Source: an optimization exercise on an open RTL-to-GDS flow (aim: small area, a short achievable clock period and few clock cycles). Production flows keep margins and buffers that such runs may drop. In this exercise RTL edits were held to simulation tests only and were not proved equivalent to the original. No activity file was given, so power comes from the tool's default toggle rates.

== v35 ==
==> flow/design.v <==
module glk_scrambler (
    input  wire        clk,
    input  wire        step,       
    input  wire        load,       
    input  wire [57:0] seed,
    output wire [9:0]  ks          
);
    reg  [57:0] state;
    wire [57:0] cur = load ? seed : state;
    assign ks = cur[57:48] ^ cur[38:29];
    always @(posedge clk)
        if (step)
            state <= {cur[47:0], ks};
endmodule
module glk_scrambler_ld (
    input  wire        clk,
    input  wire        step,       
    input  wire        load,       
    input  wire [57:0] seed,
    output wire [9:0]  ks          
);
    reg  [57:0] state;
    assign ks = state[57:48] ^ state[38:29];
    always @(posedge clk)
        if (load)
            state <= seed;
        else if (step)
            state <= {state[47:0], ks};
endmodule
module glk_rs_enc (
    input  wire       clk,
    input  wire       msg,
    input  wire       shift,
    input  wire       msg_n,
    input  wire [9:0] din_n,
    output wire [9:0] par_top
);
    function [9:0] gf10_mul;
        input [9:0] a;
        input [9:0] b;
        reg   [19:0] p;
        integer i;
        begin
            p = 20'd0;
            for (i = 0; i < 10; i = i + 1)
                if (b[i])
                    p = p ^ ({10'd0, a} << i);
            for (i = 19; i >= 10; i = i - 1)
                if (p[i])
                    p = p ^ (20'h00409 << (i - 10));
            gf10_mul = p[9:0];
        end
    endfunction
    localparam [349:0] GEN = {
        10'h366, 10'h3fc, 10'h352, 10'h15b, 10'h23d, 10'h0d7, 10'h066,
        10'h0a7, 10'h308, 10'h27d, 10'h0e9, 10'h1cc, 10'h132, 10'h175,
        10'h0cc, 10'h20d, 10'h242, 10'h37e, 10'h3e3, 10'h2fd, 10'h382,
        10'h2fd, 10'h2e3, 10'h0af, 10'h3df, 10'h07e, 10'h036, 10'h2f3,
        10'h04c, 10'h00e, 10'h37d, 10'h34c, 10'h0a9, 10'h0bb, 10'h07b
    };
    reg  [349:0] par;                     
    reg  [9:0]   fb;                      
    reg  [349:0] nxt;
    assign par_top = par[349:340];
    integer i;
    always @(*) begin
        nxt[9:0] = gf10_mul(fb, GEN[9:0]);
        for (i = 1; i < 35; i = i + 1)
            nxt[10*i +: 10] = par[10*(i-1) +: 10] ^ gf10_mul(fb, GEN[10*i +: 10]);
    end
    always @(posedge clk) begin
        if (msg | shift)
            par <= nxt;
        fb <= (din_n ^ ((msg | shift) ? nxt[349:340] : par[349:340])) & {10{msg_n}};
    end
endmodule
module glk_rs_syn (
    input  wire         clk,
    input  wire         en,
    input  wire         first,
    input  wire [9:0]   din,
    output wire [349:0] syn,      
    output wire [9:0]   zero
);
    function [9:0] gf10_mul;
        input [9:0] a;
        input [9:0] b;
        reg   [19:0] p;
        integer i;
        begin
            p = 20'd0;
            for (i = 0; i < 10; i = i + 1)
                if (b[i])
                    p = p ^ ({10'd0, a} << i);
            for (i = 19; i >= 10; i = i - 1)
                if (p[i])
                    p = p ^ (20'h00409 << (i - 10));
            gf10_mul = p[9:0];
        end
    endfunction
    localparam [349:0] ROOT = {
        10'h0d1, 10'h26c, 10'h136, 10'h09b, 10'h249, 10'h320, 10'h190,
        10'h0c8, 10'h064, 10'h032, 10'h019, 10'h208, 10'h104, 10'h082,
        10'h041, 10'h224, 10'h112, 10'h089, 10'h240, 10'h120, 10'h090,
        10'h048, 10'h024, 10'h012, 10'h009, 10'h200, 10'h100, 10'h080,
        10'h040, 10'h020, 10'h010, 10'h008, 10'h004, 10'h002, 10'h001
    };
    reg  [349:0] s;
    reg  [349:0] t;                       
    reg  [349:0] nxt;
    assign syn = s;
    integer j;
    always @(*)
        for (j = 0; j < 35; j = j + 1) begin
            t[10*j +: 10]   = gf10_mul(s[10*j +: 10], ROOT[10*j +: 10]);
            nxt[10*j +: 10] = (t[10*j +: 10] & {10{~first}}) ^ din;
        end
    reg  [9:0] all1, all0;
    integer k;
    always @(*)
        for (k = 0; k < 10; k = k + 1) begin
            all1[k] = 1'b1;
            all0[k] = 1'b1;
            for (j = 0; j < 35; j = j + 1) begin
                all1[k] = all1[k] &  t[10*j + k];
                all0[k] = all0[k] & ~t[10*j + k];
            end
        end
    assign zero = (din & all1) | (~din & all0);
    always @(posedge clk)
        if (en)
            s <= nxt;
endmodule
module glk_fec (
    input  wire         clk,
    input  wire         rst,
    input  wire         tx_in_valid,
    output wire         tx_in_ready,
    input  wire [9:0]   tx_in_data,
    input  wire         tx_in_reseed,
    input  wire [57:0]  tx_seed,
    output reg          tx_out_valid,
    output reg  [9:0]   tx_out_data,
    input  wire         rx_in_valid,
    input  wire [9:0]   rx_in_data,
    input  wire         rx_in_reseed,
    input  wire [57:0]  rx_seed,
    output reg          rx_out_valid,
    output reg  [9:0]   rx_out_data,
    output reg          rx_done,
    output wire         rx_ok,
    output wire [349:0] rx_syn
);
    localparam [8:0] N_MSG  = 9'd325;
    localparam [8:0] N_LAST = 9'd359;
    reg  [8:0] tx_cnt;
    reg        tx_rdy;
    reg        tx_fl;
    wire       tx_acc   = tx_in_valid & tx_rdy;
    wire       tx_step  = tx_acc | ~tx_rdy;
    wire       tx_load  = tx_acc & tx_in_reseed & (tx_cnt == 9'd0) & ~rst;
    wire [8:0] tx_cnxt  = (tx_cnt == N_LAST) ? 9'd0 : tx_cnt + 9'd1;
    wire [9:0] tx_ks;
    assign tx_in_ready = tx_rdy;
    reg        tx_v1;                     
    reg        tx_p1;                     
    reg        tx_o1;                     
    reg  [9:0] tx_d1;
    wire [9:0] tx_ptop;
    glk_scrambler_ld u_tx_scr (
        .clk  (clk),
        .step (tx_v1 | tx_p1),
        .load (tx_load),
        .seed (tx_seed),
        .ks   (tx_ks)
    );
    glk_rs_enc u_enc (
        .clk     (clk),
        .msg     (tx_v1),
        .shift   (tx_p1),
        .msg_n   (tx_acc & ~rst),
        .din_n   (tx_in_data),
        .par_top (tx_ptop)
    );
    always @(posedge clk) begin
        if (rst) begin
            tx_cnt       <= N_MSG;
            tx_rdy       <= 1'b0;
            tx_fl        <= 1'b1;
            tx_v1        <= 1'b0;
            tx_p1        <= 1'b0;
            tx_o1        <= 1'b0;
            tx_out_valid <= 1'b0;
        end else begin
            if (tx_step) begin
                tx_cnt <= tx_cnxt;
                tx_rdy <= (tx_cnxt < N_MSG);
                if (tx_cnt == N_LAST)
                    tx_fl <= 1'b0;
            end
            tx_v1        <= tx_acc;
            tx_p1        <= ~tx_rdy;
            tx_o1        <= tx_step & ~tx_fl;
            tx_out_valid <= tx_o1;
        end
        tx_d1       <= tx_in_data;
        tx_out_data <= (tx_p1 ? tx_ptop : tx_d1) ^ tx_ks;
    end
    reg  [8:0] rx_cnt;
    reg  [9:0] rx_d1;
    reg        rx_v1, rx_f1, rx_l1;
    reg  [4:0] rx_okr;                    
    wire       rx_first = (rx_cnt == 9'd0);
    wire       rx_load  = rx_in_valid & rx_in_reseed & rx_first;
    wire [9:0] rx_ks;
    wire [9:0] rx_zero;
    glk_scrambler u_rx_scr (
        .clk  (clk),
        .step (rx_in_valid),
        .load (rx_load),
        .seed (rx_seed),
        .ks   (rx_ks)
    );
    glk_rs_syn u_syn (
        .clk   (clk),
        .en    (rx_v1),
        .first (rx_f1),
        .din   (rx_d1),
        .syn   (rx_syn),
        .zero  (rx_zero)
    );
    assign rx_ok = &rx_okr;
    always @(posedge clk) begin
        if (rst) begin
            rx_cnt       <= 9'd0;
            rx_out_valid <= 1'b0;
            rx_v1        <= 1'b0;
            rx_done      <= 1'b0;
        end else begin
            rx_out_valid <= rx_in_valid & (rx_cnt < N_MSG);
            rx_v1        <= rx_in_valid;
            rx_done      <= rx_v1 & rx_l1;
            if (rx_in_valid)
                rx_cnt <= (rx_cnt == N_LAST) ? 9'd0 : rx_cnt + 9'd1;
        end
        rx_f1       <= rx_first;
        rx_l1       <= (rx_cnt == N_LAST);
        rx_out_data <= rx_in_data ^ rx_ks;
        rx_d1       <= (rx_in_data ^ rx_ks) & {10{rx_in_valid}};
        rx_okr      <= rx_zero[9:5] & rx_zero[4:0];
    end
endmodule
export LEC_CHECK = 0
export CAP_MARGIN = 0
export CORE_MARGIN = 2
export CORE_UTILIZATION = 40
export SETUP_SLACK_MARGIN = 2.9
export SLEW_MARGIN = 0
create_clock -name core_clock -period 5.5 [get_ports {clk}]
standard.sh (not shown) runs the stock make flow with config.mk's settings and CLKGATE_MAP_FILE= SYNTH_SCRIPT=/design/flow/synth_recipe.tcl, a recipe that flattens the netlist after the stock synthesis.
==> flow/flow/run.sh <==
#!/bin/bash
# Standard layout, with smaller port buffers and a clock tree without dummy
# loads.  Each tool's output goes to a log file in this folder.
export BUFFER_PORTS_ARGS="-buffer_cell sky130_fd_sc_hd__buf_1"
export CTS_ARGS="-sink_clustering_enable -repair_clock_nets -dont_use_dummy_load -sink_clustering_size 20 -sink_clustering_max_diameter 100"
bash standard.sh > standard.log 2>&1
Testbench counts of v35, summed over its fixed seeds: cycles 46,376.
The inputs of v17 differ from those of v35 as listed below.
==> flow/config.mk <==
export PLATFORM = sky130hd
export DESIGN_NAME = glk_fec
export DESIGN_NICKNAME = glk_fec
export VERILOG_FILES = /design/flow/design.v
export SDC_FILE = /design/flow/constraint.sdc
export NUM_CORES = 4
export LEC_CHECK = 0
export CAP_MARGIN = 20
export CORE_MARGIN = 2
export CORE_UTILIZATION = 60
export SETUP_SLACK_MARGIN = 2.9
export SLEW_MARGIN = 40
--- outcome ---
v35 ended up with u_syn.s[308]$_DFFE_PP_ as its origin of the worst setup path; v17 ended up with u_syn.s[93]$_DFFE_PP_. Looking only at clock power share, and setting everything else aside, the higher value of v35 and v17 goes to v35. v17: share of the cycle needed by the critical path after routing lower than v35. Compared with v35, in v17 shortest period the worst path allows decreased by 82 ps relative to the old numbers, final design area excluding fillers decreased by about 2.2% relative to the old numbers, clock tree skew after final layout decreased by 17 ps relative to the old numbers, routed wire length decreased by about 6.5% relative to the old numbers. Relative to v35, placeable core region has decreased by 39,000 µm² in v17.

## re-timing with driven ports
Ports are ideal in the flow. The routed layouts listed here were re-timed in OpenROAD.
Step 1: set_driving_cell puts a clkbuf_16 on clk and a buf_2 on each other input, an assumption about the parent block.
Step 2 adds t to the input delays and takes it off the output delays; t is the mean of the earliest and latest rising clock arrival at the registers after step 1. Input paths then give back, and output paths get back, about the clock's delay inside the block.
Three values: ideal ports, drivers, drivers and shift; two values: the first two.
run	t, ns	setup slack, ns	cell pins on the clock port's net
v35	0.739	2.758 / 2.758 / 2.427	1
v17	0.685	2.840 / 2.820 / 2.545	1
After both steps every run listed still meets setup and hold. For v35, which loses most, drivers alone change the setup slack by 0.000 ns; drivers and shift together by -0.331 ns.
